This design comes from an exercise in tuning for small area, a short achievable clock period and few clock cycles on the open sky130 flow, not from production work. The RTL was checked by simulation tests, not by an equivalence proof against the original design.

==> flow/design.v <==
module xq_calendar (
    input  wire        clk,
    input  wire        rst,
    input  wire        in_valid,
    output wire        in_ready,
    input  wire        in_op,
    input  wire [47:0] in_secs,
    input  wire [55:0] in_cal,
    input  wire [7:0]  in_offset,
    output reg         out_valid,
    output reg         out_op,
    output reg  [55:0] out_cal,
    output reg  [47:0] out_secs,
    output reg         out_flag
);
    localparam [33:0] END_SEC = 34'd12622780799;   
    localparam [3:0] S_IDLE   = 4'd0,
                     S_LOCAL  = 4'd1,
                     S_DIVDAY = 4'd2,
                     S_DIVHR  = 4'd3,
                     S_DIVMIN = 4'd4,
                     S_CENT   = 4'd5,
                     S_YEAR   = 4'd6,
                     S_MONTH  = 4'd7,
                     S_BCD    = 4'd8,
                     S_C2S_A  = 4'd9,
                     S_C2S_B  = 4'd10;
    reg [3:0] state;
    reg [47:0] secs_r;
    reg [55:0] cal_r;
    reg signed [7:0] off_r;
    reg [33:0] dq;       
    reg [16:0] dr;       
    reg [5:0]  dcnt;
    reg [17:0] days;     
    reg [8:0]  year;     
    reg [3:0]  month;
    reg [4:0]  hour;
    reg [5:0]  minute;
    reg [5:0]  second;
    reg        flag_r;
    reg [17:0] c_days;
    reg [16:0] c_sod;
    reg        c_err;
    assign in_ready = (state == S_IDLE);
    function is_leap;
        input [8:0] y;   
        begin
            is_leap = (y[1:0] == 2'd0) && (y != 9'd100) && (y != 9'd200) && (y != 9'd300);
        end
    endfunction
    function [4:0] month_len;
        input [3:0] m;
        input       leap;
        begin
            case (m)
                4'd2:                         month_len = leap ? 5'd29 : 5'd28;
                4'd4, 4'd6, 4'd9, 4'd11:      month_len = 5'd30;
                default:                      month_len = 5'd31;
            endcase
        end
    endfunction
    function [8:0] days_before_month;
        input [3:0] m;
        begin
            case (m)
                4'd1:  days_before_month = 9'd0;
                4'd2:  days_before_month = 9'd31;
                4'd3:  days_before_month = 9'd59;
                4'd4:  days_before_month = 9'd90;
                4'd5:  days_before_month = 9'd120;
                4'd6:  days_before_month = 9'd151;
                4'd7:  days_before_month = 9'd181;
                4'd8:  days_before_month = 9'd212;
                4'd9:  days_before_month = 9'd243;
                4'd10: days_before_month = 9'd273;
                4'd11: days_before_month = 9'd304;
                default: days_before_month = 9'd334;
            endcase
        end
    endfunction
    function [7:0] to_bcd2;
        input [6:0] v;   
        reg   [6:0] tens, ones;
        begin
            tens    = v / 7'd10;
            ones    = v % 7'd10;
            to_bcd2 = {tens[3:0], ones[3:0]};
        end
    endfunction
    function bcd_ok;
        input [7:0] b;
        begin
            bcd_ok = (b[7:4] <= 4'd9) && (b[3:0] <= 4'd9);
        end
    endfunction
    function [6:0] from_bcd2;
        input [7:0] b;
        begin
            from_bcd2 = b[7:4] * 7'd10 + b[3:0];
        end
    endfunction
    wire signed [49:0] local_sec = $signed({2'b00, secs_r}) + off_r * 50'sd900;
    wire local_neg  = local_sec < 0;
    wire local_over = local_sec > $signed({16'd0, END_SEC});
    wire [16:0] divisor = (state == S_DIVDAY) ? 17'd86400 :
                          (state == S_DIVHR)  ? 17'd3600  : 17'd60;
    wire [17:0] trial   = {dr, dq[33]};
    wire        take    = trial >= {1'b0, divisor};
    wire [16:0] dr_next = take ? (trial - {1'b0, divisor}) : trial[16:0];
    wire        cur_leap   = is_leap(year);
    wire [10:0] block_len  = ((year == 9'd100) || (year == 9'd200) || (year == 9'd300)) ? 11'd1460 : 11'd1461;
    wire [8:0]  year_len   = cur_leap ? 9'd366 : 9'd365;
    wire [4:0]  mlen       = month_len(month, cur_leap);
    wire [3:0]  y_hund     = year / 9'd100;
    wire [6:0]  y_rest     = year % 9'd100;
    wire [55:0] cal_bcd    = {4'd2, y_hund, to_bcd2(y_rest), to_bcd2({3'd0, month}),
                              to_bcd2(days[6:0] + 7'd1), to_bcd2({2'd0, hour}),
                              to_bcd2({1'b0, minute}), to_bcd2({1'b0, second})};
    wire [6:0] c_yh = from_bcd2(cal_r[55:48]);    
    wire [6:0] c_yl = from_bcd2(cal_r[47:40]);    
    wire [6:0] c_mo = from_bcd2(cal_r[39:32]);
    wire [6:0] c_dy = from_bcd2(cal_r[31:24]);
    wire [6:0] c_hr = from_bcd2(cal_r[23:16]);
    wire [6:0] c_mi = from_bcd2(cal_r[15:8]);
    wire [6:0] c_se = from_bcd2(cal_r[7:0]);
    wire [13:0] c_year_full = c_yh * 14'd100 + c_yl;
    wire [13:0] c_year_rel  = c_year_full - 14'd2000;
    wire [8:0]  c_y         = c_year_rel[8:0];
    wire        c_leap      = is_leap(c_y);
    wire c_digits_ok = bcd_ok(cal_r[55:48]) && bcd_ok(cal_r[47:40]) && bcd_ok(cal_r[39:32]) &&
                       bcd_ok(cal_r[31:24]) && bcd_ok(cal_r[23:16]) && bcd_ok(cal_r[15:8]) &&
                       bcd_ok(cal_r[7:0]);
    wire c_year_ok   = (c_year_full >= 14'd2000) && (c_year_full <= 14'd2399);
    wire c_month_ok  = (c_mo >= 7'd1) && (c_mo <= 7'd12);
    wire c_day_ok    = (c_dy >= 7'd1) && (c_dy <= {2'b00, month_len(c_mo[3:0], c_leap)});
    wire c_time_ok   = (c_hr <= 7'd23) && (c_mi <= 7'd59) && (c_se <= 7'd59);
    wire [8:0]  c_leaps  = ((c_y + 9'd3) >> 2) - (c_y > 9'd100) - (c_y > 9'd200) - (c_y > 9'd300);
    wire [17:0] c_days_w = c_y * 18'd365 + c_leaps + days_before_month(c_mo[3:0])
                         + ((c_leap && c_mo > 7'd2) ? 18'd1 : 18'd0) + c_dy - 18'd1;
    wire [16:0] c_sod_w  = c_hr * 17'd3600 + c_mi * 17'd60 + c_se;
    wire signed [49:0] c_total = $signed({16'd0, c_days * 34'd86400 + c_sod}) - off_r * 50'sd900;
    always @(posedge clk) begin
        if (rst) begin
            state     <= S_IDLE;
            out_valid <= 1'b0;
        end else begin
            out_valid <= 1'b0;
            case (state)
                S_IDLE: begin
                    if (in_valid) begin
                        secs_r <= in_secs;
                        cal_r  <= in_cal;
                        off_r  <= in_offset;
                        state  <= in_op ? S_C2S_A : S_LOCAL;
                    end
                end
                S_LOCAL: begin
                    flag_r <= 1'b0;
                    if (local_neg) begin
                        year <= 9'd0;   month <= 4'd1;   days <= 18'd0;
                        hour <= 5'd0;   minute <= 6'd0;  second <= 6'd0;
                        state <= S_BCD;
                    end else if (local_over) begin
                        year <= 9'd399; month <= 4'd12;  days <= 18'd30;
                        hour <= 5'd23;  minute <= 6'd59; second <= 6'd59;
                        flag_r <= 1'b1;
                        state <= S_BCD;
                    end else begin
                        dq    <= local_sec[33:0];
                        dr    <= 17'd0;
                        dcnt  <= 6'd34;
                        state <= S_DIVDAY;
                    end
                end
                S_DIVDAY, S_DIVHR, S_DIVMIN: begin
                    dq   <= {dq[32:0], take};
                    dr   <= dr_next;
                    dcnt <= dcnt - 6'd1;
                    if (dcnt == 6'd1) begin
                        case (state)
                            S_DIVDAY: begin
                                days  <= {dq[16:0], take};
                                dq    <= {dr_next, 17'd0};
                                dr    <= 17'd0;
                                dcnt  <= 6'd17;
                                state <= S_DIVHR;
                            end
                            S_DIVHR: begin
                                hour  <= {dq[3:0], take};
                                dq    <= {dr_next[11:0], 22'd0};
                                dr    <= 17'd0;
                                dcnt  <= 6'd12;
                                state <= S_DIVMIN;
                            end
                            default: begin
                                minute <= {dq[4:0], take};
                                second <= dr_next[5:0];
                                state  <= S_CENT;
                            end
                        endcase
                    end
                end
                S_CENT: begin
                    if (days >= 18'd109573) begin
                        year <= 9'd300; days <= days - 18'd109573;
                    end else if (days >= 18'd73049) begin
                        year <= 9'd200; days <= days - 18'd73049;
                    end else if (days >= 18'd36525) begin
                        year <= 9'd100; days <= days - 18'd36525;
                    end else begin
                        year <= 9'd0;
                    end
                    state <= S_YEAR;
                end
                S_YEAR: begin
                    if (year[1:0] == 2'd0 && days >= {7'd0, block_len}) begin
                        year <= year + 9'd4;
                        days <= days - {7'd0, block_len};
                    end else if (days >= {9'd0, year_len}) begin
                        year <= year + 9'd1;
                        days <= days - {9'd0, year_len};
                    end else begin
                        month <= 4'd1;
                        state <= S_MONTH;
                    end
                end
                S_MONTH: begin
                    if (days >= {13'd0, mlen}) begin
                        month <= month + 4'd1;
                        days  <= days - {13'd0, mlen};
                    end else begin
                        state <= S_BCD;
                    end
                end
                S_BCD: begin
                    out_cal  <= cal_bcd;
                    out_flag <= flag_r;
                    out_op   <= 1'b0;
                    out_valid <= 1'b1;
                    state    <= S_IDLE;
                end
                S_C2S_A: begin
                    c_err  <= !(c_digits_ok && c_year_ok && c_month_ok && c_day_ok && c_time_ok);
                    c_days <= c_days_w;
                    c_sod  <= c_sod_w;
                    state  <= S_C2S_B;
                end
                S_C2S_B: begin
                    out_secs <= c_total[47:0];
                    out_flag <= c_err || (c_total < 0);
                    out_op   <= 1'b1;
                    out_valid <= 1'b1;
                    state    <= S_IDLE;
                end
                default: state <= S_IDLE;
            endcase
        end
    end
endmodule
==> flow/run.sh <==
#!/bin/bash
# synth_recipe.tcl (not shown) runs the flow's synth.tcl, then flattens the netlist and writes it again
# the make line also repeats each setting of config.mk as NAME=value (left out here)
make -C /OpenROAD-flow-scripts/flow DESIGN_CONFIG=/design/flow/config.mk WORK_HOME=/design/flow/orfs CLKGATE_MAP_FILE= SYNTH_SCRIPT=/design/flow/synth_recipe.tcl finish
==> flow/config.mk <==
export PLATFORM = sky130hd
export DESIGN_NAME = xq_calendar
export DESIGN_NICKNAME = xq_calendar
export VERILOG_FILES = /design/flow/design.v
export SDC_FILE = /design/flow/constraint.sdc
export NUM_CORES = 4
export LEC_CHECK = 0
export CAP_MARGIN = 20
export CORE_MARGIN = 2
export CORE_UTILIZATION = 40
export SLEW_MARGIN = 20
==> flow/constraint.sdc <==
create_clock -name core_clock -period 12.0 [get_ports {clk}]
set_input_delay 2.4000 -clock core_clock [delete_from_list [all_inputs] [get_ports {clk}]]
set_output_delay 2.4000 -clock core_clock [all_outputs]
set_load 0.01 [all_outputs]
==> metrics.log <==
[metrics] CTS sink count: between 300 and 400
[metrics] portion of the post-synthesis area used by sequential elements: 29.68%
[metrics] ys flop type: sky130_fd_sc_hd__edfxtp_1
[metrics] gr busiest metal: met2
[metrics] top cell types by occurrence after synthesis: sky130_fd_sc_hd__ha_1, sky130_fd_sc_hd__inv_1, sky130_fd_sc_hd__edfxtp_1
[metrics] slowest stage delay, CP: 590 ps
[metrics] global router's overall resource usage: 18.73%
[metrics] clock-pin transition on the worst setup and hold timing paths: approximately 50 ps
[metrics] M1 GR Usage: 24.43%
[metrics] Netlist cell types: 89
[metrics] post-synthesis area per instance: between 9 and 10 µm²
[metrics] pin count of the biggest net entering global routing: 58
[metrics] min-delay worst type: flip-flop to flip-flop
[metrics] number of instances in the synthesized netlist: ~3.7k
[metrics] CTS tree: done
[metrics] clock latency reported for the late side of the worst-skew pair: 620 ps
[metrics] global-route wire length before repair: 135700 µm
[metrics] flop2flop setup slack: 1010 ps
[metrics] antenna viol nets, final: 0
[metrics] number of max-cap violations: 0
[metrics] drt drc: 0
[metrics] Hold Fails Final Rpt: 0
[metrics] height of the die: 296.9 µm
[metrics] total of flip-flops plus latches after synthesis: about 340
[metrics] gp weighted congestion: 0.9032
[metrics] Detailed Place HPWL: about 67000 µm
[metrics] total wire length: approximately 84000 µm
[metrics] initial DRC count: about 1.8k
[metrics] min Tclk post-route: 10990 ps
[metrics] end point of the critical path: c_days[17]$_DFFE_PP_
[metrics] filler cell count: 8287
[metrics] cell with the biggest individual delay on the critical path: sky130_fd_sc_hd__o41ai_1
[metrics] total standard cell area after synthesis: 34330 µm²
[metrics] antenna violations before repair: 4
[metrics] worst endpoint required time: 12330 ps
[metrics] post-CTS resize count: 0
[metrics] Yosys warnings: 1
[metrics] count of pins over their slew limit: 0
[metrics] share of the clock period used by the worst path after layout: 91.56%
[metrics] remaining global-route overflow: 0
[metrics] first-pass detailed-route iteration total: 6
[metrics] FF-to-FF path depth: 41
[metrics] fraction of final layout cells with drive strength greater than 1: 3.595%
[metrics] Area Growth Syn to Fin: 13.79%
[metrics] status: timing/DRC/antenna clean
[metrics] class of the most critical setup path: flip-flop to flip-flop
[metrics] number of H-tree branching levels: 2
[metrics] top-area cell type share of the netlist area: 29.39%
[metrics] share of async-settable or async-resettable flops after synthesis: 0%
[metrics] cts bufs inserted: 45
[metrics] CTS Hold Buffers Added: 0
[metrics] Worst Setup Start Kind: flip-flop
[metrics] setup fix buffers added after clock tree synthesis: 0
[metrics] Final Setup Violations: 0
[metrics] most area-hungry cell type in the Yosys netlist: sky130_fd_sc_hd__edfxtp_1
[metrics] grt met3 use: 2.282%
[metrics] crit path DAT: between 10000 and 15000 ps
[metrics] vias after detailed routing: approximately 27k
[metrics] mean routed wirelength per cell: approximately 17 µm
[metrics] slew of the pin with the lowest slew margin: 1062 ps
[metrics] area of the core region: about 85000 µm²
[metrics] Via-to-Cell Ratio: 5.336
[metrics] starting density of the core: 40.31%
[metrics] capturing element type of the critical path: flip-flop
[metrics] full die area: 88180 µm²
[metrics] number of flops mapped to enable cells by yosys: roughly 340
[metrics] grt met2 use: 32.37%
[metrics] main area contributors after synthesis: sky130_fd_sc_hd__edfxtp_1, sky130_fd_sc_hd__ha_1, sky130_fd_sc_hd__fa_1
[metrics] Worst Setup SP: cal_r[54]$_DFFE_PP_
[metrics] setup_tns: 0 ps
[metrics] endpoint of the worst-slack reg-to-reg timing path: c_days[17]$_DFFE_PP_
[metrics] maximum operating frequency: 91.02 MHz
[metrics] root buffer cell: sky130_fd_sc_hd__clkbuf_16
[metrics] worst slew margin relative to its limit: 29.21%
[metrics] standard-cell rows: 107
[metrics] largest buffer count on any clock path: 3
[metrics] via count of the first global-routing pass: 25.91k
[metrics] startpoint of the worst-slack reg-to-reg timing path: cal_r[54]$_DFFE_PP_
[metrics] count of pins on the block boundary: about 220
[metrics] Final Net Count: about 4.6k
[metrics] count of buffers from port buffering: 211
[metrics] Die X: 296.9 µm
[metrics] top-count cell post-synth: sky130_fd_sc_hd__ha_1
[metrics] highest net fanout along the worst path: 10
[metrics] worst clock skew on the final layout: slightly above 40 ps
[metrics] most numerous cell on the critical path: sky130_fd_sc_hd__ha_1
[metrics] RSZ-0062 raised after global routing: no
flip-flops by register name, summed over array words and instances, names as in the netlist, 4 cells and up:
| name | count |
|---|---|
| c_days | 18 |
| c_sod | 17 |
| cal_r | 56 |
| days | 18 |
| dcnt | 6 |
| dq | 34 |
| dr | 17 |
| hour | 5 |
| minute | 6 |
| month | 4 |
| off_r | 8 |
| out_cal | 44 |
| out_secs | 36 |
| second | 6 |
| secs_r | 48 |
| state | 4 |
| year | 9 |
critical path: cells and delay by family (launching register included):
family | cells | cell delay (ps)
AOI/OAI and AO/OA | 10 | 2410
xor gates and xnor gates | 7 | 1590
adders and majority gates | 14 | 5290
buffers and inverters | 7 | 490
DFF | 1 | 430
and+or+nand+nor | 3 | 500
metal layers:
metal,up-vias,share of wire [%]
li1,13340,-
met3,124,4.9
met4,0,2.7
met1,12610,45
met2,686,48
met5,-,0
cells in the final DEF, fill, tap and decap left out, drive strengths merged, types with 19 or more instances in the layout:
master / Yosys / layout
xnor2: 214 / 214
inv: 438 / 442
and3: 34 / 34
clkdlybuf4s50: 0 / 211
nand2: 260 / 260
nor2b: 39 / 39
a211oi: 23 / 23
a21o: 74 / 74
a21oi: 232 / 232
buf: 32 / 21
clkinv: 5 / 26
a31oi: 31 / 31
ha: 477 / 477
nor4: 20 / 20
o22ai: 19 / 19
o21a: 31 / 31
and2: 25 / 25
nand4: 37 / 37
clkbuf: 91 / 53
a21boi: 21 / 21
o21bai: 35 / 35
nor3: 66 / 66
nand3: 70 / 70
nand2b: 33 / 33
fa: 145 / 145
edfxtp: 336 / 336
a221oi: 19 / 19
mux2i: 23 / 23
xor2: 80 / 80
nor2: 267 / 267
o21ai: 212 / 212
final cells by class:
class                           count  area (µm²)  share of cell area (%)
Multi-Input combinational cell   2768       22010                   56.35
Timing Repair Buffer              232        2270                   5.811
Antenna cell                        4       10.01                 0.02563
Clock buffer                       53        1156                   2.960
Inverter                          443        1663                   4.257
Tap cell                         1144        1431                   3.665
Clock inverter                     30       327.8                  0.8393
Sequential cell                   341       10190                   26.09
metrics by stage:
stage	std cells	hold WS, ps	util (%)	area (µm²)	setup slack (ps)
floorplan	3675	400.3	-	34360	511.0
global placement	4928	401.3	44.11	37560	1193
detailed placement	4928	406.3	44.11	37560	996.7
CTS	5011	418.6	45.85	39040	990.4
global route	5015	422.8	45.87	39060	165.1
finish	5015	418.4	45.87	39060	1013
worst min path at each step:
| stage | from | endpoint | slack, ps | cells after the start |
|---|---|---|---|---|
| global placement | cal_r[0]$_DFFE_PP_ | c_sod[0]$_DFFE_PP_ | 400 | 0 |
| detailed placement | cal_r[0]$_DFFE_PP_ | c_sod[0]$_DFFE_PP_ | 410 | 0 |
| global route | cal_r[0]$_DFFE_PP_ | c_sod[0]$_DFFE_PP_ | 420 | 0 |
| floorplan | cal_r[0]$_DFFE_PP_ | c_sod[0]$_DFFE_PP_ | 400 | 0 |
| CTS | cal_r[0]$_DFFE_PP_ | c_sod[0]$_DFFE_PP_ | 420 | 0 |
| finish | cal_r[0]$_DFFE_PP_ | c_sod[0]$_DFFE_PP_ | 420 | 0 |
logic make-up (layout without fill, tap and decap cells):
kind of cell / count (synthesis) / in the layout / share of synthesized area [%]
simple gates: 932 / 932 / 12.99
other cells: 2 / 16 / 0.02188
fa+ha+maj: 623 / 623 / 25.87
compound gates: 875 / 875 / 16.50
xor+xnor: 294 / 294 / 7.501
buf+inv: 566 / 758 / 6.455
mux: 32 / 32 / 0.9659
flops: 341 / 341 / 29.68
Testbench counts, summed over its fixed seeds: cycles 158,816.

-- afterwards: timing with drivers on the ports --
The results above use ideal ports. As a check the final layout listed here was re-extracted and re-timed, cells and wires unchanged.
Step 1 assumes that a clkbuf_16 drives the clock port and a buf_2 every other input.
Step 2, shift: input delay + t, output delay - t, t = (earliest + latest rising clock arrival at the registers) / 2. This alone moves slack from input paths to output paths.
Three values: ideal ports, drivers, drivers and shift; two values: the first two.
t (ns): 0.658
setup WS [ns]: 1.013 / 1.013 / 1.013
hold WS [ns]: 0.418 / 0.418 / 0.418
worst register clock-pin slew, ns: 0.06 / 0.06
worst data-port slew with drivers (ns): 0.09
After both steps setup and hold are still met in this run. The setup slack of this run moves by 0.000 ns with the drivers and by 0.000 ns with both steps.
